This design comes from an exercise in tuning for small area, a short achievable clock period and few clock cycles per item on the open sky130 flow, not from production work.
In this exercise RTL edits were held to simulation tests only and were not proved equivalent to the original.

Design kw_unwrap, start of the top module:
module kw_unwrap (
    input  wire         clk,
    input  wire         rst,
    input  wire         req_valid,
    output wire         req_ready,
    input  wire         req_kek,
    input  wire         req_long,
    input  wire [319:0] req_data,
    output wire         resp_valid,
    input  wire         resp_ready,
    output wire [255:0] resp_key,
    output wire         resp_ok
);
    localparam [63:0] IV = 64'hA6A6_A6A6_A6A6_A6A6;
    localparam [1:0] G_RUN   = 2'd0,
                     G_KEXP  = 2'd1,
                     G_KDONE = 2'd2;
    reg  [1:0]   gst;
    reg          ph;         
    reg  [3:0]   m;          
    reg          kph;        
    reg  [5:0]   kidx;       
    reg          k_rot;      
    reg          k_id;       
    reg  [7:0]   k_rcon;     
    reg  [255:0] kwin;       
    reg  [255:0] klast;      
    reg  [71:0]  ks;         
    reg  [127:0] sa;         
    reg  [287:0] sb;         
    reg          v_q, kek_q, long_q;
    reg          rdy;        
    reg  [63:0]  x1p, x2p, x3p, x4p, x1q, x2q, x3q, x4q;
    reg  [4:0]   tcp, tcq;       
    reg          lngp, lngq;
    reg          runp, runq;     
    reg          parkp, parkq;   
    reg          okcp, okcq;
    reg          old;        
    reg  [127:0] sbuf;
    reg          sok;
    reg          sv;         
    reg          spre;       
    reg  [255:0] out_key;
    reg          out_ok, out_pend, out_valid;
    reg          out_free;   
    wire [127:0] rk   = kwin[255:128];
    wire [127:0] rk14 = klast[127:0];
    wire         grun = (gst == G_RUN);
    wire         cb   = ~ph;                  
  ...
Size in the first run: ~9900 cells after synthesis, roughly 590 I/O pins.
==> flow/config.mk <==
export PLATFORM = sky130hd
export DESIGN_NAME = kw_unwrap
export DESIGN_NICKNAME = kw_unwrap
export VERILOG_FILES = /design/flow/design.v
export SDC_FILE = /design/flow/constraint.sdc
export NUM_CORES = 8
export LEC_CHECK = 0
export CAP_MARGIN = 40
export CELL_PAD_IN_SITES_DETAIL_PLACEMENT = 1
export CELL_PAD_IN_SITES_GLOBAL_PLACEMENT = 2
export CORE_MARGIN = 2
export CORE_UTILIZATION = 36
export CTS_CLUSTER_DIAMETER = 80
export CTS_CLUSTER_SIZE = 22
export PLACE_DENSITY = 0.56
export SLEW_MARGIN = 40
export SYNTH_HIERARCHICAL = 1
==> flow/constraint.sdc <==
create_clock -name core_clock -period 12.0 [get_ports {clk}]
set_input_delay 2.4000 -clock core_clock [delete_from_list [all_inputs] [get_ports {clk}]]
set_output_delay 2.4000 -clock core_clock [all_outputs]
set_load 0.01 [all_outputs]
standard.sh (not shown) runs the stock make flow with config.mk's settings and CLKGATE_MAP_FILE= SYNTH_SCRIPT=/design/flow/synth_recipe.tcl, a recipe that flattens the netlist after the stock synthesis.
==> flow/flow/run.sh <==
#!/bin/bash
set -euo pipefail
MARGIN=${MARGIN:-8}
bash standard.sh SETUP_SLACK_MARGIN=$MARGIN "BUFFER_PORTS_ARGS=-buffer_cell sky130_fd_sc_hd__buf_2" finish > make_finish.log 2>&1
Testbench counts at the start, summed over its fixed seeds: cycles 65,598, items 256.
Then changed:
--- a/flow/design.v
+++ b/flow/design.v
@@ -1010,22 +1010,22 @@
             G_RUN: begin
                 if (kek_acc) begin
                     gst_n  = G_KEXP;
                     kph_n  = 1'b0;
                     kidx_n = 6'd8;
                 end else if (!ph) begin
                     m_n = bnd ? 4'd13 : m - 4'd1;
                 end
             end
             G_KEXP: begin
-                kph_n = ~kph && !k_id;
-                if (kph || k_id) begin
+                kph_n = ~kph;
+                if (kph) begin
                     kidx_n = kidx + 6'd1;
                     if (kidx == 6'd59)
                         gst_n = G_KDONE;
                 end
             end
             default: begin
                 gst_n = G_RUN;
                 m_n   = 4'd0;
             end
         endcase
@@ -1106,32 +1106,32 @@
         out_free  <= out_free_n;
         v_q      <= v_q_n;
         kek_q    <= req_kek;
         long_q   <= req_long;
         rdy      <= rdy_n;
     end
     always @(posedge clk) begin
         ks <= ks_next;
         if (kek_d)
             kwin <= {req_data[127:0], req_data[255:128]};
-        else if (kfwd && (kph || k_id))
+        else if (kfwd && kph)
             kwin <= kfwd_next;
         else if (grun && !ph)
             kwin <= bnd ? klast : kbwd_next;
         if (gst == G_KDONE)
             klast <= {kwin[127:0], kwin[255:128]};
         if (kek_d) begin
             k_rot  <= 1'b1;
             k_id   <= 1'b0;
             k_rcon <= 8'h01;
         end else if (kfwd) begin
-            if (kph || k_id) begin
+            if (kph) begin
                 k_rot  <= (kidx_n[2:0] == 3'd0);
                 k_id   <= (kidx_n[1:0] != 2'd0);
                 k_rcon <= (kidx_n[2:0] == 3'd0) ? rcon_of(kidx_n[5:3]) : 8'h00;
             end
         end else if (!grun || !ph) begin
             k_rot  <= m_n[0];
             k_id   <= 1'b0;
             k_rcon <= m_n[0] ? rcon_of(m_n[3:1] + 3'd1) : 8'h00;
         end
     end
What happened:
- flip-flop and latch count is unchanged
- wire length grows by 1.7%
- cell count hardly moves
- first-iteration DRC count grows by 4.4%
- synthesized cell count shrinks by 0.44%
- die area stays flat
- core utilization shrinks by 0.11 points
Testbench counts after the change, summed over its fixed seeds: cycles 65,898, items 256.

## static timing again, ports no longer ideal
The results above use ideal ports. As a check the final layouts listed here were re-extracted and re-timed, cells and wires unchanged. Step 1 sets driving cells, clkbuf_16 on the clock port and buf_2 on the other inputs (assumed; they add their load-dependent delay and slew). Step 2 times the ports against the registers' clock, not the clock port: input delays grow and output delays shrink by t, the midpoint of the rising clock arrivals with the driver on. Slacks: no drivers / after step 1 / after step 2; pairs: no drivers / after step 1.
| run | shift t [ns] | slack for setup (ns) | slew at the worst register clock pin (ns) | worst slew at a driven data input, ns | cell pins on the clock port's net |
|---|---|---|---|---|---|
| the first run | 0.957 | 7.907 / 7.907 / 7.288 | 0.10 / 0.10 | 0.25 | 1 |
| the second run | 0.926 | 7.988 / 7.875 / 7.242 | 0.10 / 0.10 | 0.21 | 1 |
After both steps every run listed still meets setup and hold. The setup slack of the second run, which loses most, moves by -0.113 ns with the drivers and by -0.746 ns with both steps.
